Source: an optimization exercise on an open RTL-to-GDS flow (aim: small area, a short achievable clock period and few clock cycles per item). Production flows keep margins and buffers that such runs may drop. Where RTL was checked, it was by simulation tests only, not by an equivalence proof against the original. Only the layout flow was run in run 2; the RTL was not checked for function there. No activity file was given, so power comes from the tool's default toggle rates.

`config.mk`:
```
export PLATFORM = sky130hd
export DESIGN_NAME = sp_coder
export DESIGN_NICKNAME = sp_coder
export VERILOG_FILES = /design/flow/design.v
export SDC_FILE = /design/flow/constraint.sdc
export NUM_CORES = 4
export LEC_CHECK = 0
export CAP_MARGIN = 20
export CORE_MARGIN = 2
export CORE_UTILIZATION = 60
export CTS_CLUSTER_DIAMETER = 120
export CTS_CLUSTER_SIZE = 24
export SLEW_MARGIN = 20
```
`constraint.sdc`:
```
create_clock -name core_clock -period 14.5 [get_ports {clk}]
set_input_delay 2.9000 -clock core_clock [delete_from_list [all_inputs] [get_ports {clk}]]
set_output_delay 2.9000 -clock core_clock [all_outputs]
set_load 0.01 [all_outputs]
```
`design.v`:
```
module sp_coder (
    input  wire        clk,
    input  wire        rst,            
    input  wire        in_valid,
    output wire        in_ready,
    input  wire [3:0]  in_slot,
    input  wire [63:0] in_p,           
    input  wire        in_skip,        
    input  wire        in_still,
    input  wire        in_jump,
    input  wire        in_refresh,
    output reg         out_valid,
    input  wire        out_ready,
    output reg  [3:0]  out_slot,
    output reg  [7:0]  out_code,
    output reg         out_esc_valid,
    output reg  [63:0] out_esc
);
    localparam NSLOT = 16;
    localparam [7:0] CODE_JUMP  = 8'h7F;
    localparam [7:0] CODE_TRACK = 8'h81;
    localparam [7:0] CODE_STILL = 8'h80;
    localparam [3:0] HEAD_RST = 4'd14;
    localparam W    = 5;
    localparam NALU = (64 + W - 1) / W;
    reg [63:0] ring_r [0:NSLOT-1];
    reg [63:0] ring_v [0:NSLOT-1];
    reg [NSLOT-1:1] stale;
    reg [3:0] head;
    reg       rst_q;               
    reg        a_valid;
    reg        a_match;            
    reg [3:0]  a_slot;
    reg [63:0] a_p;
    reg        a_skip, a_still, a_jump, a_refresh;
    reg        s_valid;
    reg [3:0]  s_slot;
    reg [7:0]  s_code;
    reg        s_esc_valid;
    wire go = a_valid && a_match && !s_valid;
    wire out_free = !out_valid || out_ready;
    reg  s_hit;                    
    wire s_move   = s_valid && (!s_esc_valid || s_hit);
    wire s_valid_n = !rst && (out_free ? (s_valid && !s_move) : (s_valid || go));
    reg  rdy_q;
    assign in_ready = rdy_q;
    wire en_a = !a_valid || go;
    wire [63:0] nr    = ring_r[0];
    wire [63:0] nv    = ring_v[0];
    wire [63:0] r_cur = ~nr;
    wire [63:0] v_cur = ~nv;
    wire [63:0] p     = a_p;
    wire [63:0] su    = p ^ nr ^ nv;
    wire [63:0] cy    = {(p[62:0] & nr[62:0]) | (p[62:0] & nv[62:0]) | (nr[62:0] & nv[62:0]), 1'b1};
    wire [15:0] e_lo  = {1'b0, su[14:0]} + {1'b0, cy[14:0]} + 16'd1;
    wire        c15   = e_lo[15];
    wire [15:0] e16   = {su[15] ^ cy[15] ^ c15, e_lo[14:0]};
    wire [48:0] ha    = su[63:15];
    wire [48:0] hb    = cy[63:15];
    wire [48:0] hx    = ha ^ hb;
    wire        all0  = (hx[0] == c15)  && ((ha[47:0] | hb[47:0]) == hx[48:1]);
    wire        all1  = (hx[0] == !c15) && ((ha[47:0] & hb[47:0]) == ~hx[48:1]);
    wire        lo_ok = all0 ? (e16[15] == 1'b0 && e16[14:0] <= 15'h7E7F)
                             : (e16[15] == 1'b1 && e16[14:0] >= 15'h0180);
    wire        c_ok  = (all0 || all1) && lo_ok;
    wire [15:0] t16   = su[15:0] + cy[15:0] + 16'd129;      
    wire [8:0]  k     = 9'd128 - {1'b0, t16[7:0]};
    wire mode_skip  = a_skip;
    wire mode_still = !a_skip && a_still;
    wire mode_pq    = !a_skip && !a_still && !a_jump;    
    wire mode_p     = !a_skip && !a_still;               
    wire esc        = mode_p && !use_c;
    reg [7:0]  code_fix;
    always @(*) begin
        if (a_skip)                  code_fix = 8'd0;
        else if (a_still)            code_fix = CODE_STILL;
        else if (a_jump)             code_fix = CODE_JUMP;
        else                         code_fix = CODE_TRACK;
    end
    wire       step_ok = mode_pq && !a_refresh;      
    wire       use_c   = step_ok && c_ok;
    wire [7:0] code    = use_c ? t16[15:8] : code_fix;
    reg sel_p, sel_rk, sel_nr, sel_vk;
    wire [63:0] r1_d = sel_p ? p : r_cur;
    wire [63:0] r1_q = ({64{sel_p}} & p) | ({64{sel_rk}} & r_cur);
    wire [63:0] v1_q = ({64{sel_nr}} & nr) | ({64{sel_vk}} & v_cur);
    reg [NALU:1] op_pq;
    reg [NALU:1] op_skip;
    reg [NALU:1] k_neg;
    reg [NALU:1] stp;              
    reg [7:0]    kd [1:NALU];      
    reg [NALU:2] cr;               
    reg [NALU:2] cv;               
    wire [63:0] r_alu [1:NALU];
    wire [63:0] v_alu [1:NALU];
    wire [NALU:1] cr_out, cv_out;
    genvar g, b;
    generate
        for (g = 1; g <= NALU; g = g + 1) begin : alu
            localparam LO = (g - 1) * W;
            localparam HI = (g * W > 64) ? 63 : g * W - 1;
            wire [HI-LO+1:0] crc;
            wire [HI-LO+1:0] cvc;
            if (g == 1) begin : first
                assign crc[0] = 1'b0;
                assign cvc[0] = op_pq[g];
            end else begin : next
                assign crc[0] = cr[g];
                assign cvc[0] = cv[g];
            end
            for (b = LO; b <= HI; b = b + 1) begin : bit_
                wire kb  = (b < 8) ? (stp[g] & kd[g][(b < 8) ? b : 0]) : k_neg[g];
                wire rb  = ring_r[g][b];
                wire vb  = ring_v[g][b];
                wire xb  = op_skip[g] ? vb : kb;
                wire ci  = crc[b-LO];
                wire rn  = rb ^ xb ^ ci;
                wire yb  = op_pq[g] & rn;
                wire di  = cvc[b-LO];
                assign crc[b-LO+1] = (rb & xb) | (rb & ci) | (xb & ci);
                assign cvc[b-LO+1] = (yb & vb) | (yb & di) | (vb & di);
                assign r_alu[g][b] = rn;
                assign v_alu[g][b] = yb ^ vb ^ di;
            end
            if (LO > 0) begin : keep_lo
                assign r_alu[g][LO-1:0] = ring_r[g][LO-1:0];
                assign v_alu[g][LO-1:0] = ring_v[g][LO-1:0];
            end
            if (HI < 63) begin : keep_hi
                assign r_alu[g][63:HI+1] = ring_r[g][63:HI+1];
                assign v_alu[g][63:HI+1] = ring_v[g][63:HI+1];
            end
            assign cr_out[g] = crc[HI-LO+1];
            assign cv_out[g] = cvc[HI-LO+1];
        end
    endgenerate
    always @(posedge clk) begin
        op_pq[1]   <= go && mode_pq;
        op_skip[1] <= go && mode_skip;
        kd[1]      <= k[7:0];
        stp[1]     <= go && use_c;
        k_neg[1]   <= go && use_c && k[8];
    end
    generate
        for (g = 2; g <= NALU; g = g + 1) begin : alu_regs
            always @(posedge clk) begin
                op_pq[g]   <= op_pq[g-1];
                op_skip[g] <= op_skip[g-1];
                k_neg[g]   <= k_neg[g-1];
                kd[g]      <= kd[g-1];
                stp[g]     <= stp[g-1];
                cr[g]      <= cr_out[g-1];
                cv[g]      <= cv_out[g-1];
            end
        end
    endgenerate
    integer j;
    always @(posedge clk) begin
        if (stale[NSLOT-1]) begin
            ring_r[0] <= ~64'd0;
            ring_v[0] <= ~64'd0;
        end else begin
            ring_r[0] <= ~ring_r[NSLOT-1];
            ring_v[0] <= ~ring_v[NSLOT-1];
        end
        ring_r[1] <= r1_q;
        ring_v[1] <= v1_q;
        for (j = 2; j <= NALU + 1; j = j + 1) begin
            ring_r[j] <= r_alu[j-1];
            ring_v[j] <= v_alu[j-1];
        end
        for (j = NALU + 2; j < NSLOT; j = j + 1) begin
            ring_r[j] <= ring_r[j-1];
            ring_v[j] <= ring_v[j-1];
        end
    end
    always @(posedge clk) begin
        rst_q <= rst;
        if (rst) begin
            stale <= {(NSLOT-1){1'b1}};
            head  <= HEAD_RST;
        end else begin
            stale <= {stale[NSLOT-2:1], 1'b0};
            head  <= head + 4'd1;
        end
    end
    wire       a_valid_n = !rst && (en_a ? in_valid : a_valid);
    wire [3:0] a_slot_n  = en_a ? in_slot : a_slot;
    wire       a_match_n = (a_slot_n == head + 4'd1);
    wire       go_n      = a_valid_n && a_match_n && !s_valid_n;
    wire       skip_n    = en_a ? in_skip  : a_skip;
    wire       still_n   = en_a ? in_still : a_still;
    wire       jump_n    = en_a ? in_jump  : a_jump;
    always @(posedge clk) begin
        sel_p  <= go_n && !skip_n && !still_n;
        sel_rk <= !rst && !(go_n && !skip_n && !still_n);
        sel_nr <= go_n && !skip_n && !still_n && !jump_n;
        sel_vk <= !rst && (!go_n || skip_n || (!still_n && jump_n));
        s_hit  <= ((go ? a_slot : s_slot) == head + 4'd1);
    end
    always @(posedge clk) begin
        a_valid <= a_valid_n;
        a_match <= a_match_n;
        rdy_q   <= !a_valid_n || (a_match_n && !s_valid_n);
        if (en_a) begin
            a_slot    <= in_slot;
            a_p       <= in_p;
            a_skip    <= in_skip;
            a_still   <= in_still;
            a_jump    <= in_jump;
            a_refresh <= in_refresh;
        end
    end
    always @(posedge clk) begin
        s_valid <= s_valid_n;
        if (rst) begin
            out_valid <= 1'b0;
        end else if (out_free) begin
            out_valid <= s_move || go;
        end
    end
    always @(posedge clk) begin
        if (go) begin
            s_slot      <= a_slot;
            s_code      <= code;
            s_esc_valid <= esc;
        end
        if (out_free) begin
            if (s_valid) begin
                out_slot      <= s_slot;
                out_code      <= s_code;
                out_esc_valid <= s_esc_valid;
            end else begin
                out_slot      <= a_slot;
                out_code      <= code;
                out_esc_valid <= esc;
            end
            out_esc <= r1_d;
        end
    end
endmodule
```
`flow/run.sh`:
```
#!/bin/bash
# The standard layout (standard.sh) with two changes:
#  - buffer_ports puts sky130_fd_sc_hd__buf_2 on every input and output port
#    instead of the delay cell it picks by default;
#  - timing repair aims for more setup slack than the standard flow does.
# The clock period and all constraints are the design's. The full make
# output is kept in standard.log.
set -euo pipefail
bash standard.sh "BUFFER_PORTS_ARGS=-buffer_cell sky130_fd_sc_hd__buf_2" SETUP_SLACK_MARGIN=10.3 finish > standard.log 2>&1
```
`standard.sh`:
```
#!/bin/bash
# synth_recipe.tcl (not shown) runs the flow's synth.tcl, then flattens the netlist and writes it again
# the make line also repeats each setting of config.mk as NAME=value (left out here)
make -C /OpenROAD-flow-scripts/flow DESIGN_CONFIG=/design/flow/config.mk WORK_HOME=/design/flow/orfs CLKGATE_MAP_FILE= SYNTH_SCRIPT=/design/flow/synth_recipe.tcl "${@:-finish}"
```
==> impl_metrics.tcl, run 1 <==
set metrics [dict create \
    clockRootBuffer "clkbuf_16" \
    syn_area_per_cell_sq_um 15.1 \
    clkPwrFrac_pct 31.4 \
    worst-endpoint-arrival_ps 1440 \
    yosysTopAreaCell "dfxtp_1" \
    p_per_area_nw_per_um2 153 \
    regToRegSetupSlack_ps 10530 \
    worst_slew_pin_slew_ps 863 \
    hold_slack_ps 315 \
    critPathKind "reg -> out" \
    die_area_sq_um 104000 \
    setup_tns_ps 0 \
    grt_pass1_vias 25400 \
    grt_usage_pct 19.8 \
    fin_ws_ps 10160 \
    overflow 0 \
    cts_sinks 2315 \
    dp_hpwl_mm 70.0 \
    gp_congestion 0.860 \
    drv_slew 0 \
    finalNetCount 4651 \
    crit_path_start_kind "register" \
    drc 0 \
    syn-num-nets 4433 \
    end_kind "output port" \
    ir_worst_vdd_mv 0.124 \
    p_sw_share_pct 20.7 \
    outcome "timing/DRC/antenna clean" \
    synth-edff-count 151 \
    grt_max_degree 81 \
    yosysWarnings 4 \
    drive_gt1_share_pct 7.63 \
    path_delay_family "flip-flops" \
    synth_top_cell_area_share_pct 71.0 \
    worstPathCellList "buf_2" \
    area_delta_synth_final_pct 8.84 \
    rows 116 \
    relSlewSlack_pct 42.5 \
    setup_violations 0 \
    post_drt_via_cell_ratio 4.66 \
    routed_wl_mm 101 \
    cts_max_level 3 \
    insertion_delay_ps 720 \
    dieWidth_um 323 \
    cts_setup_buffers 0 \
    min_path_type "reg -> reg" \
    p_sw_mw 2.11 \
    ys_async_sr_fraction_pct 0 \
    first_iter_violations 1575 \
    power_mw 10.2 \
    critPathMaxStageDelay_ps 530 \
    synth_top_cells_by_area "dfxtp_1 (71%), edfxtp_1 (7.4%), fa_1 (6.5%)" \
    start_util_pct 60.7 \
    drt_pre_antenna_iters 6 \
    n_fill_cell 7281 \
    cts_tree "built" \
    crit_slowest_cell "edfxtp_1" \
    ys_seq_area_share_pct 78.5 \
    wl_per_cell_um 17.9 \
    hold_violations 0 \
    intPower_mw 8.06 \
    via_count 26400 \
    max_cap_viol_count 0 \
    netlist_area_sq_um 61000 \
    netlist_instances 4031 \
    fmax_mhz 230 \
    ant_nets 0 \
    p_leak_nw 27.4 \
    required_ps 11600 \
    period_share_pct 29.9 \
    fin_util_pct 66.1 \
    worst_clock_skew_ps 36.1 \
    antenna_found_initial 8 \
    combPwrFrac_pct 3.7 \
    cp_max_fo 1 \
    cts_buffers 106 \
    path_buf_inv 1 \
    ys_top_cells_by_count "dfxtp_1 (2164), inv_1 (310), o21ai_0 (213), fa_1 (199), nand2_1 (182)" \
    dp_slack_ps 9900 \
    synth_most_common_cell "dfxtp_1" \
    seqPwrFrac_pct 64.9 \
    clkTransAtPathRegs_ps 100 \
    io_pins 155 \
    rsz0062_at_grt "yes" \
    die_h_um 323 \
    synth_cell_types 72 \
    io_buffers 154 \
    synth-main-ff-cell "dfxtp_1" \
    fin_crit_ps 4340 \
    ys_ff_latch 2315 \
    coreArea_sq_um 100000 \
    cts_buffer_depth 3 \
    grt_pass1_wl_mm 151 \
]
## worst reg2reg max path: cells and delay by family, from the launching register on
kind | cells | cell delay [ps]
AO/OA/AOI/OAI | 4 | 1200
adder cells (fa/ha/maj) | 3 | 1260
flip-flops | 1 | 440
buffers and inverters | 1 | 70
AND/OR/NAND/NOR | 3 | 880
## state kept, by name, indices dropped and copies added (netlist names), 2 cells and up
name	count
kd	11
out_esc	64
a_slot	4
out_code	8
s_slot	4
ring_v	1024
head	4
s_code	8
op_pq	13
stale	15
stp	2
ring_r	1024
k_neg	13
op_skip	13
out_slot	4
cv	12
a_p	64
cr	12
## routing by layer
layer,vias up,track usage (%),part of all wire (%),wire length [um]
met5,-,0,0,0
met4,0,6.39,3.0,3010
met3,148,2.89,3.6,3660
met2,389,29.1,42,42900
met1,12700,30.3,51,51700
li1,13100,-,-,-
## power by group through the flow
stage                     registers (mW)  clock network (mW)  logic, mW
final                               6.60                3.20      0.373
after global routing                6.62                3.52      0.408
after CTS                           6.60                3.30      0.374
after detailed placement            6.75                   0      0.370
after global placement              6.75                   0      0.368
after floorplan                     6.73                   0      0.233
## final timing paths
path,end,from,depth (start not counted)
max,out_code[7],out_code[7],1
min,ring_v[12][12],ring_v[11][12],0
max reg2reg,out_code[0],a_p[13],11
min reg2reg,ring_v[12][12],ring_v[11][12],0
## repair_timing
item,in CTS,in global routing
gates resized for setup,3,10
hold buffers,0,0
pin swaps,0,1
setup endpoints to repair,42,55
## cell usage in the layout (no fill, tap or decap), drive strengths merged, types with 46 or more instances in the layout
master and instances:
fa 199, nand2 183, o21ai 217, edfxtp 151, nor4 46, inv 310, nand2b 133, dfxtp 2164
a21oi 49, nor2b 59, xnor2 118, buf 163, clkbuf 151, ha 127
## stage by stage
step | instance area, sq um | instances
after floorplan | 61000 | 4031
after global placement | 63300 | 5497
after detailed placement | 63400 | 5498
after CTS | 66300 | 5654
after global routing | 66400 | 5654
final | 66400 | 5656
## kinds of logic after synthesis
kind of cell	count (synthesis)	synth area share, %
adders and majority gates	326	9.14
AOI/OAI and AO/OA	336	3.25
muxes	11	0.199
buffers and inverters	365	2.26
and+or+nand+nor	547	4.79
xor gates and xnor gates	131	1.88
DFF	2315	78.5
## cell type report
type,instances,area (sq um),share of cell area [%]
Timing Repair Buffer,163,883,1.33
Antenna cell,2,5.00,0.00754
Tap cell,1357,1700,2.56
Clock inverter,5,87.6,0.132
Multi-Input combinational cell,1351,11800,17.8
Sequential cell,2315,47900,72.1
Clock buffer,151,2860,4.32
Inverter,312,1180,1.77
Testbench counts, summed over its fixed seeds: cycles 6,160, items 6,144.
==> run 2, diff against run 1 <==
--- a/design.v
+++ b/design.v
@@ -55,5 +55,5 @@
     wire [15:0] e_lo  = {1'b0, su[14:0]} + {1'b0, cy[14:0]} + 16'd1;
     wire        c15   = e_lo[15];
-    wire [15:0] e16   = {su[15] ^ cy[15] ^ c15, e_lo[14:0]};
+    wire [15:0] t16   = su[15:0] + cy[15:0] + 16'd129;
     wire [48:0] ha    = su[63:15];
     wire [48:0] hb    = cy[63:15];
@@ -61,8 +61,7 @@
     wire        all0  = (hx[0] == c15)  && ((ha[47:0] | hb[47:0]) == hx[48:1]);
     wire        all1  = (hx[0] == !c15) && ((ha[47:0] & hb[47:0]) == ~hx[48:1]);
-    wire        lo_ok = all0 ? (e16[15] == 1'b0 && e16[14:0] <= 15'h7E7F)
-                             : (e16[15] == 1'b1 && e16[14:0] >= 15'h0180);
+    wire        lo_ok = all0 ? (t16[15:8] < 8'h7F)
+                             : (t16[15:8] >= 8'h82 || t16[15:7] == 9'd0);
     wire        c_ok  = (all0 || all1) && lo_ok;
-    wire [15:0] t16   = su[15:0] + cy[15:0] + 16'd129;      
     wire [8:0]  k     = 9'd128 - {1'b0, t16[7:0]};
     wire mode_skip  = a_skip;
--- a/config.mk
+++ b/config.mk
@@ -9,5 +9,5 @@
 export CORE_MARGIN = 2
 export CORE_UTILIZATION = 60
-export CTS_CLUSTER_DIAMETER = 120
-export CTS_CLUSTER_SIZE = 24
+export CTS_CLUSTER_DIAMETER = 140
+export CTS_CLUSTER_SIZE = 28
 export SLEW_MARGIN = 20
==> run 2 against run 1 <==
Critical endpoint is now out_esc[22]. Synthesized cell count is 1.1% lower. Critical path type unchanged. Sequential cell count stayed put. Via count is 1.4% lower. Power is 1.9% lower. Highest routed layer unchanged. Synthesized area is 0.44% lower. Worst setup slack better by 42 ps. Routed wire length is 0.70% lower. Die area is 0.43% lower.
==> impl_metrics.tcl, run 2 <==
set metrics [dict create \
    holdCritStartpoint "ring_v[13][8]" \
    end_kind "output port" \
    yosysWarnings 4 \
    coreArea_sq_um 100000 \
    yosysTopAreaCell "dfxtp_1" \
    ys_seq_area_share_pct 78.8 \
    rows 116 \
    final_common_cell "dfxtp_1" \
    critPathKind "reg -> out" \
    synth_cell_types 65 \
    required_ps 11600 \
    netlist_instances 3985 \
    grt_usage_pct 19.7 \
    syn_area_per_cell_sq_um 15.2 \
    overflow 0 \
    regToRegSetupSlack_ps 10260 \
    min_path_type "reg -> reg" \
    fin_util_pct 65.9 \
    insertion_delay_ps 720 \
    first_iter_violations 1504 \
    area_delta_synth_final_pct 8.77 \
    clockRootBuffer "clkbuf_16" \
    die_h_um 322 \
    routed_wl_mm 101 \
    ir_worst_vdd_mv 0.132 \
    worstPathCellList "buf_2" \
    whs_path_depth 0 \
    ant_nets 0 \
    cts_buffer_depth 3 \
    worst-endpoint-arrival_ps 1400 \
    p_per_area_nw_per_um2 151 \
    wl_per_cell_um 18.2 \
    r2r_end "s_code[3]" \
    drv_slew 0 \
    synth_most_common_cell "dfxtp_1" \
    synth-main-ff-cell "dfxtp_1" \
    gp_congestion 0.868 \
    hold_violations 0 \
    cp_max_fo 1 \
    most-common-layout-cells "dfxtp_1 (2158), inv_1 (280), o21ai_0 (205), fa_1 (188), nand2_1 (173)" \
    ys_top_cells_by_count "dfxtp_1 (2164), inv_1 (283), o21ai_0 (207), fa_1 (194), nand2_1 (173)" \
    fin_crit_ps 4300 \
    period_share_pct 29.7 \
    die_area_sq_um 104000 \
    io_pins 155 \
    cts_tree "built" \
    antenna_found_initial 4 \
    dieWidth_um 322 \
    finalNetCount 4600 \
    io_buffers 154 \
    n_fill_cell 7263 \
    cts_buffers 92 \
    max_cap_viol_count 0 \
    fmax_mhz 233 \
    synth_top_cells_by_area "dfxtp_1 (71%), edfxtp_1 (7.5%), fa_1 (6.4%)" \
    grt_max_degree 85 \
    worst_slew_pin_slew_ps 987 \
    top_regs "ring_r (1024), ring_v (1024)" \
    via_count 26000 \
    ys_ff_latch 2315 \
    cts_sinks 2315 \
    hold_slack_ps 312 \
    setup_tns_ps 0 \
    relSlewSlack_pct 34.2 \
    syn-num-nets 4383 \
    worst_clock_skew_ps 37.5 \
    start_util_pct 60.6 \
    path_delay_family "flip-flops" \
    path_buf_inv 1 \
    cts_max_level 3 \
    netlist_area_sq_um 60700 \
    setup_violations 0 \
    power_mw 9.98 \
    synth_top_cell_area_share_pct 71.4 \
    crit_slowest_cell "edfxtp_1" \
    drive_gt1_share_pct 8.99 \
    drt_pre_antenna_iters 5 \
    dp_hpwl_mm 69.2 \
    p_leak_nw 27.2 \
    outcome "timing/DRC/antenna clean" \
    grt_pass1_vias 25400 \
    rr_worst_depth 15 \
    post_drt_via_cell_ratio 4.70 \
    timing.rr.start "a_p[2]" \
    synth-edff-count 151 \
    critPathMaxStageDelay_ps 510 \
    clkTransAtPathRegs_ps 100 \
    crit_path_start_kind "register" \
    ys_async_sr_fraction_pct 0 \
    grt_pass1_wl_mm 151 \
    drc 0 \
    rsz0062_at_grt "yes" \
    hold_end "ring_v[14][8]" \
]
==> run 2: cell type report <==
class	instances	area (sq um)	area share [%]
sequential	2315	47900	72.5
inverter	285	1070	1.63
timing repair inverter	1	5.00	0.00758
clock inverter	6	73.8	0.112
multi-input combinational	1327	11900	18.0
timing repair buffer	180	1050	1.58
tap	1298	1620	2.46
clock buffer	124	2420	3.67
antenna	1	2.50	0.00379
==> run 2: timing repair <==
item,4_1_cts,5_1_grt
resized for setup,50,22
setup endpoints to repair,101,75
cloned,2,0
hold buffers,0,0
pin swaps,20,5
buffers inserted,14,2
hold endpoints to repair,0,0
==> run 2: power breakdown <==
group | total [mW] | switching (mW) | internal, mW | leakage [nW]
sequential | 6.60 | 0.0600 | 6.54 | 19.1
clock | 2.96 | 1.78 | 1.19 | 1.21
combinational | 0.412 | 0.252 | 0.160 | 6.86
total | 9.98 | 2.09 | 7.89 | 27.2
==> run 2: how the worst max path moves through the flow <==
stage	start	end	slack, ps	depth (start not counted)
floorplan	out_ready	out_code[0]	9950	2
CTS	out_esc[16]	out_esc[16]	10150	1
global placement	out_ready	out_esc[7]	9530	4
finish	out_esc[22]	out_esc[22]	10200	1
global route	a_p[5]	s_code[1]	9950	15
detailed placement	out_ready	out_esc[9]	9490	4
==> run 2: stage by stage <==
stage	cells	area, sq um	setup slack (ps)
floorplan	3985	60700	9950
global placement	5388	63000	9530
detailed placement	5388	63000	9490
CTS	5534	65900	10150
global route	5536	66000	9950
finish	5537	66000	10200
==> run 2: cells by family (layout without fill, tap and decap cells) <==
group                    count (synthesis)  count (layout)  share of synthesized area (%)
flip-flops                            2315            2315                           78.8
AND/OR/NAND/NOR                        523             523                           4.65
buffers and inverters                  343             596                           2.13
AO/OA/AOI/OAI                          336             336                           3.17
adder cells (fa/ha/maj)                322             322                           9.04
XOR/XNOR                               132             132                           1.93
multiplexers                            14              14                          0.258
other                                    0               1                              0
==> run 2: per-layer routing <==
layer  track usage, %  vias to the layer above  part of all wire [%]  routed length [um]
li1                 -                    13000                     -                   -
met1             30.4                    12500                    51               51800
met2             28.5                      366                    42               41900
met3             3.14                      167                   3.4                3410
met4             6.71                        0                   3.5                3500
met5                0                        -                     0                   0
==> run 3, diff against run 2 <==
--- a/design.v
+++ b/design.v
@@ -26,5 +26,5 @@
     reg [63:0] ring_r [0:NSLOT-1];
     reg [63:0] ring_v [0:NSLOT-1];
-    reg [NSLOT-1:1] stale;
+    reg [3:0] stale_cnt;           
     reg [3:0] head;
     reg       rst_q;               
@@ -156,5 +156,5 @@
     integer j;
     always @(posedge clk) begin
-        if (stale[NSLOT-1]) begin
+        if (stale_cnt != 4'd0) begin
             ring_r[0] <= ~64'd0;
             ring_v[0] <= ~64'd0;
@@ -177,8 +177,8 @@
         rst_q <= rst;
         if (rst) begin
-            stale <= {(NSLOT-1){1'b1}};
+            stale_cnt <= 4'd15;
             head  <= HEAD_RST;
         end else begin
-            stale <= {stale[NSLOT-2:1], 1'b0};
+            if (stale_cnt != 4'd0) stale_cnt <= stale_cnt - 4'd1;
             head  <= head + 4'd1;
         end
--- a/config.mk
+++ b/config.mk
@@ -8,6 +8,6 @@
 export CAP_MARGIN = 20
 export CORE_MARGIN = 2
-export CORE_UTILIZATION = 60
-export CTS_CLUSTER_DIAMETER = 140
-export CTS_CLUSTER_SIZE = 28
+export CORE_UTILIZATION = 75
+export CTS_CLUSTER_DIAMETER = 120
+export CTS_CLUSTER_SIZE = 24
 export SLEW_MARGIN = 20
==> run 3 against run 2 <==
Utilization increased by 17 points. Routed wire length increased by 29%. Worst setup slack got worse by 110 ps. Non-clock buffer count increased by 1. Critical path depth increased by 13. Final cell count decreased by 3.9%. Die area decreased by 20%. Critical endpoint is now out_code[0].
==> impl_metrics.tcl, run 3 <==
set metrics [dict create \
    timing.rr.start "a_p[2]" \
    netlist_area_sq_um 60300 \
    ys_seq_area_share_pct 79.0 \
    drv_slew 0 \
    area_delta_synth_final_pct 8.80 \
    clkTransAtPathRegs_ps 100 \
    ctsHoldBuffers 0 \
    postLayoutCellArea_sq_um 65600 \
    outcome "timing/DRC/antenna clean" \
    fmax_mhz 227 \
    antenna_found_initial 6 \
    min_path_type "reg -> reg" \
    synth-main-ff-cell "dfxtp_1" \
    grt_pass1_vias 30800 \
    wl_per_cell_um 24.3 \
    insertion_delay_ps 710 \
    die_area_sq_um 82700 \
    cts_sinks 2304 \
    hold_violations 0 \
    end_kind "register" \
    syn-num-nets 4382 \
    most-common-layout-cells "dfxtp_1 (2149), nand2_1 (298), inv_1 (287), o21ai_0 (201), fa_1 (189)" \
    holdCritStartpoint "ring_v[14][49]" \
    ir_worst_vdd_mv 0.162 \
    cp_max_fo 3 \
    synth_cell_types 73 \
    p_leak_nw 27.4 \
    coreArea_sq_um 79300 \
    gp_congestion 0.888 \
    post_drt_via_cell_ratio 5.41 \
    setup_tns_ps 0 \
    finalNetCount 4620 \
    ys_ff_latch 2304 \
    worstPathCellList "fa_1, ha_1, ha_2, inv_2, fa_2, nand2b_4, a2111o_1, a211oi_2, a211oi_2, or2_1, or4_4, a32oi_4, mux2_4, mux2_2" \
    cts_tree "built" \
    dieWidth_um 288 \
    hold_slack_ps 305 \
    netlist_instances 3984 \
    syn_area_per_cell_sq_um 15.1 \
    clockRootBuffer "clkbuf_16" \
    relSlewSlack_pct 32.0 \
    period_share_pct 30.4 \
    io_buffers 154 \
    crit_path_start_kind "register" \
    yosysWarnings 4 \
    crit_slowest_cell "fa_1" \
    dp_slack_ps 9450 \
    die_h_um 288 \
    io_pins 155 \
    power_mw 10.3 \
    synth_most_common_cell "dfxtp_1" \
    worst_clock_skew_ps 36.4 \
    via_count 28800 \
    grt_max_degree 79 \
    synth_top_cells_by_area "dfxtp_1 (71%), edfxtp_1 (7.5%), fa_1 (6.4%)" \
    ant_nets 0 \
    n_antenna_cell 0 \
    p_per_area_nw_per_um2 157 \
    fin_crit_ps 4410 \
    ys_top_cells_by_count "dfxtp_1 (2153), nand2_1 (298), inv_1 (290), o21ai_0 (201), fa_1 (194)" \
    first_iter_violations 2198 \
    drive_gt1_share_pct 8.69 \
    max_cap_viol_count 0 \
    setup_violations 0 \
    cts_max_level 3 \
    drt_pre_antenna_iters 5 \
    drc 0 \
    critPathMaxStageDelay_ps 490 \
    start_util_pct 76.1 \
    synth-edff-count 151 \
    yosysTopAreaCell "dfxtp_1" \
    required_ps 14950 \
    worst-endpoint-arrival_ps 4860 \
    grt_pass1_wl_mm 192 \
    place_area_sq_um 62300 \
    synth_top_cell_area_share_pct 71.5 \
    routed_wl_mm 129 \
    ys_async_sr_fraction_pct 0 \
    worst_slew_pin_slew_ps 1020 \
    overflow 0 \
    startpoint "a_p[2]" \
    cts_buffer_depth 3 \
    cts_buffers 105 \
    rsz0062_at_grt "yes" \
    rows 103 \
    fin_ws_ps 10090 \
    critPathKind "reg -> reg" \
    top_regs "ring_r (1024), ring_v (1024)" \
    dp_hpwl_mm 77.2 \
    final_common_cell "dfxtp_1" \
    path_common_cell "a211oi_2" \
    grt_usage_pct 31.9 \
]
run 3: kinds of logic (layout without fill, tap and decap cells):
kind of cell / Yosys count / in the layout / share of synthesized area [%]
AO/OA/AOI/OAI: 331 / 331 / 3.18
XOR/XNOR: 129 / 129 / 1.93
adder cells (fa/ha/maj): 322 / 322 / 9.10
buffers and inverters: 344 / 630 / 2.14
flip-flops: 2304 / 2304 / 79.0
multiplexers: 20 / 20 / 0.374
AND/OR/NAND/NOR: 534 / 534 / 4.25
run 3: final timing paths:
kind	endpoint	depth (start not counted)	slack (ps)
max reg2reg	out_code[0]	14	10090
max	out_code[0]	14	10090
min	ring_v[15][49]	0	310
min reg2reg	ring_v[15][49]	0	310
run 3: layer usage:
metal,part of all wire [%],vias to the layer above,track usage (%)
li1,-,13000,-
met1,41,14500,41.5
met2,51,953,54.6
met3,4.7,277,4.17
met4,4.1,2,12.7
met5,0.010,-,0
run 3: cell type report:
type	instances	area, sq um
clock buffers	151	2860
clock inverters	4	120
fillers	3554	13700
inverters	293	1110
multi-input cells	1336	11500
flip-flops and latches	2304	47600
well taps	1050	1310
repair buffers	181	996
repair inverters	1	7.51
run 3: report_power, final:
part           internal (mW)  total (mW)  switching (mW)
Combinational          0.153       0.413           0.260
Clock                   1.39        3.29            1.91
Sequential              6.51        6.58          0.0734
Total                   8.05        10.3            2.24
run 3: worst max-delay path: cells and delay by family, from the launching register on:
family                   cells  cell delay (ps)
AND/OR/NAND/NOR              3              870
AO/OA/AOI/OAI                4              940
multiplexers                 2              590
adder cells (fa/ha/maj)      4             1310
buffers and inverters        1               40
flip-flops                   1              420
run 3: through the flow:
step | instances | util [%]
final | 5320 | 82.8
after global routing | 5320 | 82.8
after CTS | 5311 | 82.6
after detailed placement | 5147 | 78.6
after global placement | 5147 | 78.6
after floorplan | 3984 | -
run 3: repair_timing:
item | CTS | global route
buffers inserted | 8 | 9
gates cloned | 1 | 0
pin swaps | 9 | 3
resized for setup | 30 | 11
setup endpoints to repair | 88 | 89
Testbench counts of run 3, summed over its fixed seeds: cycles 6,160, items 6,144.
==> run 4, diff against run 3 <==
==> flow/run.sh (replaced) <==
#!/bin/bash
# The standard layout (standard.sh) with two changes:
#  - buffer_ports puts sky130_fd_sc_hd__buf_1 on every input and output port
#    instead of the delay cell it picks by default;
#  - timing repair aims for more setup slack than the standard flow does.
# The clock period and all constraints are the design's. The full make
# output is kept in standard.log.
set -euo pipefail
bash standard.sh "BUFFER_PORTS_ARGS=-buffer_cell sky130_fd_sc_hd__buf_1" SETUP_SLACK_MARGIN=10.3 finish > standard.log 2>&1
==> run 4 against run 3 <==
Worst setup slack got worse by 63 ps. Critical path depth fell by 2. Design area fell by 0.34%. Utilization is 0.28 points lower. Combinational power up 2%. Still clean. Synthesized area is the same. First-iteration DRC count grew 1.9%. Routed wire length fell by 0.21%. Critical path type unchanged. Register-to-register slack got worse by 60 ps. Non-clock buffer count decreased by 1.
==> impl_metrics.tcl, run 4 <==
set metrics [dict create \
    critPathKind "reg -> reg" \
    worst_slew_pin_slew_ps 973 \
    grt_max_degree 75 \
    gp_congestion 0.877 \
    fin_crit_ps 4480 \
    overflow 0 \
    regToRegSetupSlack_ps 10020 \
    whs_path_depth 0 \
    clockRootBuffer "clkbuf_16" \
    cts_sinks 2304 \
    cts_tree "built" \
    coreArea_sq_um 79300 \
    most-common-layout-cells "dfxtp_1 (2148), nand2_1 (298), inv_1 (286), o21ai_0 (201), fa_1 (188)" \
    period_share_pct 30.9 \
    hold_end "ring_v[2][60]" \
    p_per_area_nw_per_um2 157 \
    antenna_found_initial 7 \
    cts_max_level 3 \
    worst_clock_skew_ps 37.6 \
    relSlewSlack_pct 35.1 \
    cts_buffer_depth 3 \
    timing.rr.start "a_p[11]" \
    synth_most_common_cell "dfxtp_1" \
    synth_top_cell_area_share_pct 71.5 \
    dieWidth_um 288 \
    routed_wl_mm 129 \
    seqPwrFrac_pct 64.2 \
    ys_async_sr_fraction_pct 0 \
    crit_path_start_kind "register" \
    drt_pre_antenna_iters 5 \
    required_ps 14950 \
    die_area_sq_um 82700 \
    io_buffers 154 \
    regArea_sq_um 47600 \
    ys_top_cells_by_count "dfxtp_1 (2153), nand2_1 (298), inv_1 (290), o21ai_0 (201), fa_1 (194)" \
    syn-num-nets 4382 \
    worst-endpoint-arrival_ps 4930 \
    r2r_end "out_code[0]" \
    finalNetCount 4618 \
    ir_worst_vdd_mv 0.173 \
    drv_slew 0 \
    clkPwrFrac_pct 31.7 \
    drive_gt1_share_pct 5.70 \
    p_sw_share_pct 21.8 \
    dp_slack_ps 9170 \
    holdCritStartpoint "ring_v[1][60]" \
    drc 0 \
    setup_violations 0 \
    yosysWarnings 4 \
    netlist_area_sq_um 60300 \
    insertion_delay_ps 730 \
    fin_ws_ps 10020 \
    cts_buffers 105 \
    area_delta_synth_final_pct 8.44 \
    dp_hpwl_mm 78.0 \
    syn_area_per_cell_sq_um 15.1 \
    grt_usage_pct 31.4 \
    grt_pass1_vias 30600 \
    netlist_instances 3984 \
    post_drt_via_cell_ratio 5.42 \
    multi_input_area_sq_um 11600 \
    combPwrFrac_pct 4.1 \
    clkTransAtPathRegs_ps 100 \
    rows 103 \
    setup_tns_ps 0 \
    end_kind "register" \
    synth_top_cells_by_area "dfxtp_1 (71%), edfxtp_1 (7.5%), fa_1 (6.4%)" \
    min_path_type "reg -> reg" \
    intPower_mw 8.02 \
    ant_nets 0 \
    fmax_mhz 223 \
    synth-edff-count 151 \
    first_iter_violations 2240 \
    p_sw_mw 2.24 \
    ctsHoldBuffers 0 \
    top_regs "ring_r (1024), ring_v (1024)" \
    p_leak_nw 26.9 \
    n_antenna_cell 0 \
    via_count 28800 \
    start_util_pct 76.1 \
    cp_max_fo 8 \
    synth-main-ff-cell "dfxtp_1" \
    hold_violations 0 \
    rr_worst_depth 12 \
    synth_cell_types 73 \
    fin_util_pct 82.5 \
    ys_ff_latch 2304 \
    yosysTopAreaCell "dfxtp_1" \
    n_fill_cell 3504 \
    grt_pass1_wl_mm 190 \
    max_cap_viol_count 0 \
    rsz0062_at_grt "yes" \
    io_pins 155 \
    outcome "timing/DRC/antenna clean" \
    wl_per_cell_um 24.3 \
    final_common_cell "dfxtp_1" \
    layout.cells.non_filler 5310 \
    dp_cells 5147 \
    die_h_um 288 \
    ys_seq_area_share_pct 79.0 \
]
-- run 4: cell count changes in the layout (fill, tap and decap cells not counted), moves of 2 or more --
cell       before  now
buf_1           0  129
nor2b_1        49   51
clkinv_2        2    0
clkbuf_2        0   23
clkbuf_1       43   36
clkbuf_16     108  106
buf_2         151    1
inv_2           2    5
nor2b_2         6    4
buf_6           4    2
buf_4          26   24
-- run 4: how the worst max path moves through the flow --
stage / to / slack [ps] / startpoint
finish: out_code[0] / 10020 / a_p[11]
global route: out_code[0] / 9960 / a_p[11]
CTS: out_code[0] / 10120 / a_p[2]
detailed placement: sel_nr / 9170 / in_slot[0]
global placement: sel_rk / 9530 / in_slot[1]
floorplan: out_code[0] / 9940 / out_ready
-- run 4: power groups by stage --
stage / logic (mW) / clock network, mW / registers, mW
CTS: 0.405 / 3.27 / 6.59
global route: 0.449 / 3.49 / 6.60
floorplan: 0.242 / 0 / 6.70
finish: 0.422 / 3.25 / 6.59
detailed placement: 0.373 / 0 / 6.73
global placement: 0.363 / 0 / 6.72
-- run 4: per-layer routing --
metal  routed length, um  GRT usage (%)  up-vias
met1               51900           41.4    14500
met5                  51              0        -
li1                    -              -    13000
met2               66400           54.8     1048
met4                4290           10.2        8
met3                6630           3.88      262
-- run 4: per-stage QoR --
step	area, sq um	hold WS, ps	total power, mW
after floorplan	60300	310	6.94
after global placement	62100	309	7.08
after detailed placement	62100	312	7.10
after CTS	65200	308	10.3
after global routing	65400	309	10.5
final	65400	318	10.3
-- run 4: cells by family (layout without fill, tap and decap cells) --
| group | Yosys count | count (layout) | share of synthesized area, % |
|---|---|---|---|
| multiplexers | 20 | 20 | 0.374 |
| buffers and inverters | 344 | 620 | 2.14 |
| flip-flops | 2304 | 2304 | 79.0 |
| adder cells (fa/ha/maj) | 322 | 322 | 9.10 |
| AND/OR/NAND/NOR | 534 | 534 | 4.25 |
| AO/OA/AOI/OAI | 331 | 331 | 3.18 |
| XOR/XNOR | 129 | 129 | 1.93 |
-- run 4: worst max-delay path: stages, from the launching register on --
cell and delay [ps]:
edfxtp_1 450, fa_1 500, ha_1 250, fa_2 660, and3_1 250, a2111oi_0 90
a311oi_1 310, o311ai_2 180, or2_1 250, or4_4 440, a32oi_4 230, mux2_4 330
mux2_2 260
-- run 4: layout make-up --
cell class                 instances  share of cell area (%)
timing repair buffer             180                    1.28
clock inverter                     5                   0.197
inverter                         293                    1.69
sequential                      2304                    72.9
tap                             1050                    2.01
multi-input combinational       1336                    17.7
clock buffer                     142                    4.26
-- run 4: what timing repair did --
item	CTS	global route
setup buffers	12	3
hold endpoints to repair	0	0
gates cloned	0	0
resized for setup	27	41
setup endpoints to repair	55	51
pin swaps	8	3
==> run 5, diff against run 4 <==
--- a/design.v
+++ b/design.v
@@ -34,13 +34,21 @@
     reg [63:0] a_p;
     reg        a_skip, a_still, a_jump, a_refresh;
-    reg        s_valid;
-    reg [3:0]  s_slot;
-    reg [7:0]  s_code;
-    reg        s_esc_valid;
-    wire go = a_valid && a_match && !s_valid;
+    reg        x_valid;
+    reg [3:0]  x_slot;
+    reg [7:0]  x_code;
+    reg        x_esc_valid;
+    reg        s0_valid, s1_valid;
+    reg [3:0]  s0_slot,  s1_slot;
+    reg [7:0]  s0_code,  s1_code;
+    reg        s0_esc_valid, s1_esc_valid;
+    wire go = a_valid && a_match && !s0_valid;
     wire out_free = !out_valid || out_ready;
-    reg  s_hit;                    
-    wire s_move   = s_valid && (!s_esc_valid || s_hit);
-    wire s_valid_n = !rst && (out_free ? (s_valid && !s_move) : (s_valid || go));
+    wire s_hit = (s0_slot == head - 4'd1);     
+    wire s_move   = s0_valid && (!s0_esc_valid || s_hit);
+    wire s_pop    = out_free && s_move;
+    wire s_push   = x_valid && (s0_valid || !out_free);
+    wire s0_valid_n = !rst && (out_free ? (s_move ? (s1_valid || x_valid) : s0_valid)
+                                        : (s0_valid || x_valid));
+    wire s1_valid_n = !rst && (s_pop ? (s1_valid && s_push) : (s1_valid || (s0_valid && s_push)));
     reg  rdy_q;
     assign in_ready = rdy_q;
@@ -81,5 +89,4 @@
     wire [7:0] code    = use_c ? t16[15:8] : code_fix;
     reg sel_p, sel_rk, sel_nr, sel_vk;
-    wire [63:0] r1_d = sel_p ? p : r_cur;
     wire [63:0] r1_q = ({64{sel_p}} & p) | ({64{sel_rk}} & r_cur);
     wire [63:0] v1_q = ({64{sel_nr}} & nr) | ({64{sel_vk}} & v_cur);
@@ -187,5 +194,5 @@
     wire [3:0] a_slot_n  = en_a ? in_slot : a_slot;
     wire       a_match_n = (a_slot_n == head + 4'd1);
-    wire       go_n      = a_valid_n && a_match_n && !s_valid_n;
+    wire       go_n      = a_valid_n && a_match_n && !s0_valid_n;
     wire       skip_n    = en_a ? in_skip  : a_skip;
     wire       still_n   = en_a ? in_still : a_still;
@@ -196,10 +203,9 @@
         sel_nr <= go_n && !skip_n && !still_n && !jump_n;
         sel_vk <= !rst && (!go_n || skip_n || (!still_n && jump_n));
-        s_hit  <= ((go ? a_slot : s_slot) == head + 4'd1);
     end
     always @(posedge clk) begin
         a_valid <= a_valid_n;
         a_match <= a_match_n;
-        rdy_q   <= !a_valid_n || (a_match_n && !s_valid_n);
+        rdy_q   <= !a_valid_n || (a_match_n && !s0_valid_n);
         if (en_a) begin
             a_slot    <= in_slot;
@@ -212,28 +218,30 @@
     end
     always @(posedge clk) begin
-        s_valid <= s_valid_n;
+        x_valid     <= !rst && go;
+        x_slot      <= a_slot;
+        x_code      <= code;
+        x_esc_valid <= esc;
+        s0_valid <= s0_valid_n;
+        s1_valid <= s1_valid_n;
+        if (s_pop || !s0_valid) begin
+            s0_slot      <= s1_valid ? s1_slot      : x_slot;
+            s0_code      <= s1_valid ? s1_code      : x_code;
+            s0_esc_valid <= s1_valid ? s1_esc_valid : x_esc_valid;
+        end
+        if (!s1_valid) begin
+            s1_slot      <= x_slot;
+            s1_code      <= x_code;
+            s1_esc_valid <= x_esc_valid;
+        end
         if (rst) begin
             out_valid <= 1'b0;
         end else if (out_free) begin
-            out_valid <= s_move || go;
-        end
-    end
-    always @(posedge clk) begin
-        if (go) begin
-            s_slot      <= a_slot;
-            s_code      <= code;
-            s_esc_valid <= esc;
+            out_valid <= s0_valid ? s_move : x_valid;
         end
         if (out_free) begin
-            if (s_valid) begin
-                out_slot      <= s_slot;
-                out_code      <= s_code;
-                out_esc_valid <= s_esc_valid;
-            end else begin
-                out_slot      <= a_slot;
-                out_code      <= code;
-                out_esc_valid <= esc;
-            end
-            out_esc <= r1_d;
+            out_slot      <= s0_valid ? s0_slot      : x_slot;
+            out_code      <= s0_valid ? s0_code      : x_code;
+            out_esc_valid <= s0_valid ? s0_esc_valid : x_esc_valid;
+            out_esc       <= ring_r[1];
         end
     end
==> flow/run.sh (replaced) <==
#!/bin/bash
# The standard layout (standard.sh) with two changes:
#  - buffer_ports puts sky130_fd_sc_hd__buf_2 on every input and output port
#    instead of the delay cell it picks by default;
#  - timing repair aims for more setup slack than the standard flow does.
# The clock period and all constraints are the design's. The full make
# output is kept in standard.log.
set -euo pipefail
bash standard.sh "BUFFER_PORTS_ARGS=-buffer_cell sky130_fd_sc_hd__buf_2" SETUP_SLACK_MARGIN=10.3 finish > standard.log 2>&1
==> run 5 against run 4 <==
Still clean on timing, DRC and antenna. Via count is 6.0% lower. Sequential cell count is 27 higher. Worst setup slack better by 180 ps. Synthesized cell count is 2.4% lower. Combinational power is 17% lower. Final cell count is 1.5% lower. Die area is 0.19% lower. Sequential power is 1% higher. Register-to-register slack better by 240 ps. First-iteration DRC count is 24% lower. Routed wire length is 11% lower. Highest routed layer is now met4.
==> impl_metrics.tcl, run 5 <==
set metrics [dict create \
    outcome "timing/DRC/antenna clean" \
    netlist_area_sq_um 60200 \
    syn_area_per_cell_sq_um 15.5 \
    top_regs "ring_r (1024), ring_v (1024)" \
    drive_gt1_share_pct 8.33 \
    regArea_sq_um 48200 \
    worst_slew_pin_slew_ps 1120 \
    worst_clock_skew_ps 21.6 \
    n_fill_cell 3678 \
    ys_seq_area_share_pct 80.1 \
    clockRootBuffer "clkbuf_16" \
    crit_slowest_cell "edfxtp_1" \
    ys_async_sr_fraction_pct 0 \
    io_pins 155 \
    grt_use_met2_pct 49.3 \
    critPathKind "reg -> out" \
    top_usage_layer "met2" \
    multi_input_area_sq_um 10800 \
    synth_top_family_by_area "adder cells" \
    critPathMaxStageDelay_ps 530 \
    hold_slack_ps 318 \
    synth_compound_area_share_pct 2.50 \
    rsz0062_at_grt "yes" \
    ir_worst_vdd_mv 0.135 \
    power_mw 10.3 \
    post_drt_via_cell_ratio 5.18 \
    path_buf_inv 1 \
    grt_usage_pct 28.5 \
    drc 0 \
    drt_pre_antenna_iters 5 \
    syn-num-nets 4289 \
    cp_max_fo 1 \
    synth-main-ff-cell "dfxtp_1" \
    drv_slew 0 \
    cts_sinks 2331 \
    insertion_delay_ps 690 \
    fin_util_pct 82.4 \
    startpoint "out_code[2]" \
    p_per_area_nw_per_um2 158 \
    cts_tree "built" \
    grt_max_degree 83 \
    yosysWarnings 4 \
    coreArea_sq_um 79300 \
    cts_buffer_depth 3 \
    dp_hpwl_mm 69.5 \
    min_path_type "reg -> reg" \
    dp_cells 5050 \
    period_share_pct 29.6 \
    crit_cells 1 \
    start_util_pct 75.9 \
    path_delay_family "flip-flops" \
    yosysTopAreaCell "dfxtp_1" \
    dieWidth_um 287 \
    met1_usage_pct 38.0 \
    cts_max_level 3 \
    synth_cell_types 59 \
    routed_wl_mm 115 \
    antenna_found_initial 8 \
    final_common_cell "dfxtp_1" \
    clkTransAtPathRegs_ps 90 \
    crit_path_start_kind "register" \
    p_leak_nw 27.4 \
    via_count 27100 \
    grt_pass1_wl_mm 174 \
    overflow 0 \
    synth_top_cells_by_area "dfxtp_1 (72%), edfxtp_1 (7.7%), fa_1 (6.5%)" \
    yosys.area_share.simple_pct 3.43 \
    die_area_sq_um 82500 \
    regToRegSetupSlack_ps 10260 \
    wl_per_cell_um 22.1 \
    hold_violations 0 \
    ant_nets 0 \
    fmax_mhz 233 \
    rows 103 \
    most-common-layout-cells "dfxtp_1 (2173), inv_1 (298), nand2_1 (288), fa_1 (191), edfxtp_1 (155)" \
    cts_buffers 107 \
    required_ps 11600 \
    worst-endpoint-arrival_ps 1400 \
    synth.area.mux_share_pct 0.578 \
    relSlewSlack_pct 25.3 \
    first_iter_violations 1709 \
    synth_top_cell_area_share_pct 72.4 \
    synth_xor_area_share_pct 1.98 \
    setup_violations 0 \
    rr_worst_depth 17 \
    synth-adder-area-share_pct 9.18 \
    ys_top_cells_by_count "dfxtp_1 (2176), inv_1 (299), nand2_1 (289), fa_1 (194), edfxtp_1 (155)" \
    layout.cells.non_filler 5231 \
    worstPathCellList "buf_6" \
    ys_ff_latch 2331 \
    finalNetCount 4519 \
    grt_pass1_vias 29400 \
    die_h_um 287 \
    netlist_instances 3888 \
    fin_crit_ps 4300 \
    grt.met3_usage_pct 3.90 \
    synth-edff-count 155 \
    gp_congestion 0.950 \
    crit_end "out_code[2]" \
    max_cap_viol_count 0 \
    timing.rr.start "ring_v[0][2]" \
    area_delta_synth_final_pct 8.59 \
    end_kind "output port" \
    setup_tns_ps 0 \
    io_buffers 154 \
    synth_most_common_cell "dfxtp_1" \
    r2r_end "x_code[0]" \
]
run 5: per-layer routing:
metal	wire length [um]	up-vias
li1	-	12600
met5	0	-
met4	3040	0
met3	4780	163
met2	58300	614
met1	49300	13700
run 5: cells by family (layout without fill, tap and decap cells):
kind of cell	count (synthesis)	count (layout)
AOI/OAI and AO/OA	260	261
buffers and inverters	352	642
muxes	31	31
other	0	2
DFF	2331	2331
adders and majority gates	325	325
and+or+nand+nor	453	453
xor gates and xnor gates	136	136
run 5: per-stage QoR:
stage,instance area (sq um),setup slack (ps)
after floorplan,60200,10120
after global placement,62200,9830
after detailed placement,62200,9780
after CTS,65200,10200
after global routing,65300,10140
final,65300,10200
run 5: where the power goes:
part | switching, mW | internal [mW] | total [mW]
Combinational | 0.216 | 0.136 | 0.352
Sequential | 0.0761 | 6.61 | 6.68
Clock | 1.90 | 1.39 | 3.29
run 5: repair_timing:
| action | CTS | global route |
|---|---|---|
| gates resized for setup | 3 | 17 |
| hold buffers | 0 | 0 |
| endpoints found under the setup margin | 22 | 30 |
| gates cloned | 0 | 1 |
| buffers inserted | 0 | 8 |
| pin swaps | 0 | 10 |
run 5: worst min path at each step:
stage                         from              to  cells after the start
finish               ring_v[5][45]   ring_v[6][45]                      0
global route         ring_v[2][44]   ring_v[3][44]                      0
CTS                  ring_v[1][55]   ring_v[2][55]                      0
detailed placement  ring_v[14][63]  ring_v[15][63]                      0
global placement    ring_r[12][25]  ring_r[13][25]                      0
floorplan                 k_neg[1]        k_neg[2]                      0
run 5: layout make-up:
cell class / instances / area share (%)
inverter: 301 / 1.73
antenna: 2 / 0.00766
clock inverter: 6 / 0.153
multi-input combinational: 1206 / 16.5
clock buffer: 164 / 4.43
sequential: 2331 / 73.8
tap: 1050 / 2.01
timing repair buffer: 171 / 1.41
Testbench counts of run 5, summed over its fixed seeds: cycles 6,168, items 6,144.
==> run 6, diff against run 5 <==
==> run.sh (new file) <==
#!/bin/bash
# synth_recipe.tcl (not shown) runs the flow's synth.tcl, then flattens the netlist and writes it again
# the make line also repeats each setting of config.mk as NAME=value (left out here)
make -C /OpenROAD-flow-scripts/flow DESIGN_CONFIG=/design/flow/config.mk WORK_HOME=/design/flow/orfs CLKGATE_MAP_FILE= SYNTH_SCRIPT=/design/flow/synth_recipe.tcl finish
removed: flow/run.sh
removed: standard.sh
==> run 6 against run 5 <==
Synthesized area stayed put. Still clean on timing, DRC and antenna. Sequential cell count stayed put. Clock-buffer cell count is 3 lower. Combinational power is 2% higher. Register-to-register slack hardly changed. Critical path depth stayed put. Largest cell class unchanged. Largest power group unchanged. Power is 0.25% higher.
==> impl_metrics.tcl, run 6 <==
set metrics [dict create \
    routed_wl_mm 116 \
    cts_sinks 2331 \
    rsz0062_at_grt "no" \
    drt_pre_antenna_iters 5 \
    worst_clock_skew_ps 32.1 \
    synth_most_common_cell "dfxtp_1" \
    grt_usage_pct 28.7 \
    io_buffers 154 \
    most-common-layout-cells "dfxtp_1 (2174), inv_1 (299), nand2_1 (289), fa_1 (194), edfxtp_1 (155)" \
    place_area_sq_um 62900 \
    timing.rr.start "ring_r[0][2]" \
    path_delay_family "buffers and inverters" \
    worstPathCellList "clkdlybuf4s50_1" \
    dp_slack_ps 9350 \
    rows 103 \
    synth_top_cell_area_share_pct 72.4 \
    post_cts_resize_count 0 \
    syn_area_per_cell_sq_um 15.5 \
    grt_pass1_wl_mm 175 \
    fin_crit_ps 4690 \
    clockRootBuffer "clkbuf_16" \
    min_path_type "reg -> reg" \
    crit_slowest_cell "clkdlybuf4s50_1" \
    p_per_area_nw_per_um2 157 \
    worst-endpoint-arrival_ps 1790 \
    cp_max_fo 3 \
    overflow 0 \
    syn-num-nets 4289 \
    wl_per_cell_um 22.1 \
    met1_usage_pct 37.9 \
    end_kind "output port" \
    antenna_found_initial 9 \
    max_cap_viol_count 0 \
    grt_use_met2_pct 49.7 \
    drc 0 \
    p_sw_share_pct 21.1 \
    crit_path_start_kind "register" \
    cts_tree "built" \
    ys_top_cells_by_count "dfxtp_1 (2176), inv_1 (299), nand2_1 (289), fa_1 (194), edfxtp_1 (155)" \
    combPwrFrac_pct 3.5 \
    worst_slew_pin_slew_ps 1050 \
    outcome "timing/DRC/antenna clean" \
    dp_hpwl_mm 69.8 \
    synth_cell_types 59 \
    io_pins 155 \
    postLayoutCellArea_sq_um 66000 \
    cts_setup_buffers 0 \
    die_area_sq_um 82500 \
    period_share_pct 32.3 \
    netlist_instances 3888 \
    drv_slew 0 \
    gp_congestion 0.939 \
    n_antenna_cell 0 \
    drive_gt1_share_pct 4.10 \
    die_h_um 287 \
    intPower_mw 8.17 \
    grt_pass1_vias 29600 \
    ir_worst_vdd_mv 0.164 \
    ys_seq_area_share_pct 80.1 \
    relSlewSlack_pct 30.1 \
    clkPwrFrac_pct 32.0 \
    fmax_mhz 213 \
    hold_slack_ps 311 \
    holdCritStartpoint "ring_r[13][12]" \
    ys_async_sr_fraction_pct 0 \
    dieWidth_um 287 \
    synth_top_cells_by_area "dfxtp_1 (72%), edfxtp_1 (7.7%), fa_1 (6.5%)" \
    grt_max_degree 73 \
    hold_violations 0 \
    ant_nets 0 \
    cts_buffers 107 \
    setup_tns_ps 0 \
    critPathMaxStageDelay_ps 610 \
    first_iter_violations 1662 \
    yosysWarnings 4 \
    p_sw_mw 2.18 \
    synth-edff-count 155 \
    required_ps 11600 \
    grt.met3_usage_pct 3.53 \
    n_fill_cell 3599 \
    seqPwrFrac_pct 64.5 \
    startpoint "out_valid" \
    start_util_pct 75.9 \
    post_drt_via_cell_ratio 5.16 \
    setup_violations 0 \
    cts_max_level 3 \
    via_count 26900 \
    insertion_delay_ps 710 \
    clkTransAtPathRegs_ps 100 \
    synth-main-ff-cell "dfxtp_1" \
    top_regs "ring_r (1024), ring_v (1024)" \
    top_usage_layer "met2" \
    coreArea_sq_um 79300 \
    ctsHoldBuffers 0 \
    ys_ff_latch 2331 \
    critPathKind "reg -> out" \
    p_leak_nw 27.2 \
    netlist_area_sq_um 60200 \
    final_common_cell "dfxtp_1" \
    cts_buffer_depth 3 \
    path_buf_inv 1 \
    area_delta_synth_final_pct 9.68 \
    fin_ws_ps 9810 \
    finalNetCount 4511 \
    yosysTopAreaCell "dfxtp_1" \
]
run 6: cell count changes in the layout (fill, tap and decap cells not counted), sizes merged:
cell,before,now
buf,171,10
clkbuf,164,161
clkdlybuf4s50,0,154
clkinv,3,4
diode,2,0
inv,304,303
o21a,4,3
run 6: worst paths after layout:
kind                          to  slack [ps]  depth (start not counted)
hold / removal    ring_r[14][12]         310                          0
setup / recovery       out_valid        9810                          1
setup reg to reg       x_code[2]       10250                         16
hold reg to reg   ring_r[14][12]         310                          0
run 6: per-stage QoR:
| step | utilization, % | power, mW | cells |
|---|---|---|---|
| 2_1_floorplan | - | 7.01 | 3888 |
| 3_3_place_gp | 79.4 | 7.16 | 5051 |
| 3_5_place_dp | 79.4 | 7.17 | 5051 |
| 4_1_cts | 83.3 | 10.4 | 5218 |
| 5_1_grt | 83.3 | 10.6 | 5218 |
| 6_report | 83.3 | 10.4 | 5218 |
run 6: layout make-up:
cell class	count	area (sq um)	share of cell area (%)
multi-input combinational	1205	10700	16.1
sequential	2331	48200	73.1
timing repair buffer	164	1620	2.45
inverter	301	1130	1.71
tap	1050	1310	1.99
clock inverter	6	135	0.205
clock buffer	161	2920	4.43
run 6: power by group through the flow:
stage | combinational (mW) | clock (mW) | sequential, mW
6_report | 0.359 | 3.31 | 6.68
5_1_grt | 0.385 | 3.56 | 6.69
4_1_cts | 0.358 | 3.34 | 6.68
3_5_place_dp | 0.350 | 0 | 6.82
3_3_place_gp | 0.341 | 0 | 6.82
2_1_floorplan | 0.206 | 0 | 6.80
run 6: layer usage:
metal	share of wire (%)	routed length [um]
met3	3.9	4540
met1	42	48700
met2	51	58600
met5	0.014	16
met4	3.2	3750
run 6: cell families (layout without fill, tap and decap cells):
logic type	count (synthesis)	in the layout	synth area share, %
compound gates	260	260	2.50
xor+xnor	136	136	1.98
fa+ha+maj	325	325	9.18
buf+inv	352	632	2.20
flops	2331	2331	80.1
mux	31	31	0.578
simple gates	453	453	3.43
==> run 7, diff against run 6 <==
==> flow/run.sh (new file) <==
#!/bin/bash
# The standard layout (standard.sh), with one change: the buffers that
# buffer_ports puts on every input and output port are sky130_fd_sc_hd__buf_2
# instead of the cell buffer_ports picks by default (a clkdlybuf4s50 delay
# cell). The full make output is kept in standard.log.
set -euo pipefail
bash standard.sh "BUFFER_PORTS_ARGS=-buffer_cell sky130_fd_sc_hd__buf_2" finish > standard.log 2>&1
==> standard.sh (new file) <==
#!/bin/bash
# synth_recipe.tcl (not shown) runs the flow's synth.tcl, then flattens the netlist and writes it again
# the make line also repeats each setting of config.mk as NAME=value (left out here)
make -C /OpenROAD-flow-scripts/flow DESIGN_CONFIG=/design/flow/config.mk WORK_HOME=/design/flow/orfs CLKGATE_MAP_FILE= SYNTH_SCRIPT=/design/flow/synth_recipe.tcl "${@:-finish}"
removed: run.sh
==> run 7 against run 6 <==
Critical path type is now reg -> reg. Critical path depth is 11 higher. Synthesized area unchanged. Worst hold slack improved by 11 ps. Still clean on timing, DRC and antenna. Sequential power hardly changed. Clock skew fell by 12 ps. Clock power about the same. Synthesized cell count is the same. First-iteration DRC count rose by 1.1%. Combinational power decreased by 7.0%.
==> impl_metrics.tcl, run 7 <==
set metrics [dict create \
    end_kind "register" \
    layout.cells.non_filler 5221 \
    drt_pre_antenna_iters 5 \
    period_share_pct 30.1 \
    dp_hpwl_mm 70.0 \
    post_drt_via_cell_ratio 5.15 \
    netlist_instances 3888 \
    holdCritStartpoint "ring_v[13][16]" \
    synth_top_cells_by_area "dfxtp_1 (72%), edfxtp_1 (7.7%), fa_1 (6.5%)" \
    cts_setup_buffers 0 \
    overflow 0 \
    fmax_mhz 229 \
    ys_ff_latch 2331 \
    netlist_area_sq_um 60200 \
    grt_pass1_wl_mm 175 \
    seqPwrFrac_pct 64.5 \
    ys_async_sr_fraction_pct 0 \
    clockRootBuffer "clkbuf_16" \
    final_common_cell "dfxtp_1" \
    syn-num-nets 4289 \
    post_cts_resize_count 0 \
    yosysTopAreaCell "dfxtp_1" \
    ys_seq_area_share_pct 80.1 \
    synth_most_common_cell "dfxtp_1" \
    place_area_sq_um 62100 \
    hold_violations 0 \
    crit_path_start_kind "register" \
    area_delta_synth_final_pct 8.45 \
    clkTransAtPathRegs_ps 100 \
    yosysWarnings 4 \
    outcome "timing/DRC/antenna clean" \
    grt_usage_pct 28.8 \
    fin_util_pct 82.3 \
    wl_per_cell_um 22.2 \
    worst_slew_pin_slew_ps 1090 \
    start_util_pct 75.9 \
    synth-main-ff-cell "dfxtp_1" \
    whs_path_depth 0 \
    clkPwrFrac_pct 32.2 \
    synth-edff-count 155 \
    cts_buffer_depth 3 \
    worst_clock_skew_ps 20.6 \
    dp_slack_ps 9670 \
    required_ps 15100 \
    die_h_um 287 \
    rr_worst_depth 12 \
    io_buffers 154 \
    drc 0 \
    combPwrFrac_pct 3.2 \
    grt_max_degree 76 \
    top_regs "ring_r (1024), ring_v (1024)" \
    first_iter_violations 1680 \
    critPathKind "reg -> reg" \
    rows 103 \
    p_sw_share_pct 21.2 \
    postLayoutCellArea_sq_um 65300 \
    power_mw 10.4 \
    setup_violations 0 \
    routed_wl_mm 116 \
    synth_cell_types 59 \
    grt_pass1_vias 29400 \
    min_path_type "reg -> reg" \
    coreArea_sq_um 79300 \
    setup_tns_ps 0 \
    p_sw_mw 2.19 \
    dp_cells 5049 \
    ir_worst_vdd_mv 0.144 \
    antenna_found_initial 7 \
    dieWidth_um 287 \
    max_cap_viol_count 0 \
    via_count 26900 \
    syn_area_per_cell_sq_um 15.5 \
    ys_top_cells_by_count "dfxtp_1 (2176), inv_1 (299), nand2_1 (289), fa_1 (194), edfxtp_1 (155)" \
    cts_sinks 2331 \
    cp_max_fo 10 \
    cts_max_level 3 \
    n_fill_cell 3654 \
    synth_top_cell_area_share_pct 72.4 \
    drive_gt1_share_pct 7.75 \
    p_per_area_nw_per_um2 159 \
    io_pins 155 \
    ant_nets 0 \
    ctsHoldBuffers 0 \
    cts_buffers 107 \
    most-common-layout-cells "dfxtp_1 (2174), inv_1 (299), nand2_1 (289), fa_1 (194), edfxtp_1 (155)" \
    timing.rr.start "a_p[60]" \
    intPower_mw 8.16 \
    gp_congestion 0.920 \
    insertion_delay_ps 700 \
    fin_ws_ps 10140 \
    worst-endpoint-arrival_ps 4960 \
    hold_end "ring_v[14][16]" \
    drv_slew 0 \
    cts_tree "built" \
    r2r_end "x_code[0]" \
    hold_slack_ps 321 \
    die_area_sq_um 82500 \
    finalNetCount 4509 \
    relSlewSlack_pct 27.6 \
    p_leak_nw 27.4 \
    fin_crit_ps 4360 \
    regToRegSetupSlack_ps 10140 \
    rsz0062_at_grt "no" \
]
run 7: cell count changes in the layout (fill, tap and decap cells not counted), sizes merged:
cell and delta:
inv -1, buf +152, diode +1, clkbuf +5
clkdlybuf4s50 -154
run 7: area by class of cell:
class / instances / area, sq um / share of cell area, %
multi-input combinational: 1205 / 10700 / 16.3
inverter: 301 / 1130 / 1.73
clock inverter: 5 / 140 / 0.215
sequential: 2331 / 48200 / 73.9
timing repair buffer: 162 / 831 / 1.27
clock buffer: 166 / 2960 / 4.54
antenna: 1 / 2.50 / 0.00383
tap: 1050 / 1310 / 2.01
run 7: logic make-up (layout without fill, tap and decap cells):
logic type / Yosys count / count (layout) / share of synthesized area [%]
multiplexers: 31 / 31 / 0.578
buffers and inverters: 352 / 634 / 2.20
adder cells (fa/ha/maj): 325 / 325 / 9.18
flip-flops: 2331 / 2331 / 80.1
other: 0 / 1 / 0
AND/OR/NAND/NOR: 453 / 453 / 3.43
XOR/XNOR: 136 / 136 / 1.98
AO/OA/AOI/OAI: 260 / 260 / 2.50
run 7: power by group through the flow:
stage	Clock [mW]	Combinational [mW]	Sequential, mW
CTS	3.37	0.333	6.68
global placement	0	0.316	6.82
detailed placement	0	0.326	6.83
global route	3.58	0.363	6.70
finish	3.34	0.334	6.68
floorplan	0	0.206	6.80
run 7: metal layers:
metal | track usage (%) | part of all wire (%) | vias up
li1 | - | - | 12600
met1 | 38.2 | 42 | 13500
met2 | 49.3 | 50 | 662
met3 | 3.25 | 3.7 | 208
met4 | 10.8 | 3.8 | 0
met5 | 0 | 0 | -
run 7: worst max-delay path, cell delays in order, from the launching register on:
cell and delay (ps):
edfxtp_1 490, fa_1 650, inv_1 60, ha_1 210, xor2_1 330, nand4_1 150
or4_1 590, nor4_1 590, o211ai_1 290, a41oi_1 310, a31oi_1 120, o21a_4 290
a21o_1 180
run 7: how the worst max path moves through the flow:
| stage | from | endpoint | slack (ps) | depth (start not counted) |
|---|---|---|---|---|
| 3_3_place_gp | out_ready | sel_rk | 9750 | 8 |
| 6_report | a_p[60] | x_code[0] | 10140 | 12 |
| 2_1_floorplan | out_ready | sel_rk | 8420 | 7 |
| 4_1_cts | out_valid | out_valid | 10150 | 1 |
| 5_1_grt | a_p[5] | x_code[0] | 9950 | 13 |
| 3_5_place_dp | out_ready | out_esc[3] | 9670 | 3 |

## what the ideal ports hide
No port has a modelled driver above. Below, the same layouts with a new extraction and two added sets of constraints.
Step 1 sets driving cells, clkbuf_16 on the clock port and buf_2 on the other inputs (assumed; they add their load-dependent delay and slew).
Step 2 adds t to the input delays and takes it off the output delays; t is the mean of the earliest and latest rising clock arrival at the registers after step 1. Input paths then give back, and output paths get back, about the clock's delay inside the block.
a / b / c = ideal ports / drivers / drivers and shift; a / b = the first two.
run | t (ns) | slack for setup (ns) | worst setup path at the end
run 1 | 0.774 | 10.157 / 10.089 / 9.872 | input to register
run 2 | 0.765 | 10.199 / 10.132 / 9.716 | input to register
run 3 | 0.762 | 10.087 / 10.087 / 9.607 | input to register
run 4 | 0.770 | 10.024 / 10.024 / 9.691 | input to register
run 5 | 0.748 | 10.204 / 10.136 / 9.739 | input to register
run 6 | 0.763 | 9.812 / 9.740 / 9.380 | input to register
run 7 | 0.762 | 10.138 / 10.138 / 9.668 | input to register
After both steps setup and hold are still met in every run listed. For run 2, which loses most, drivers alone change the setup slack by -0.067 ns; drivers and shift together by -0.483 ns.
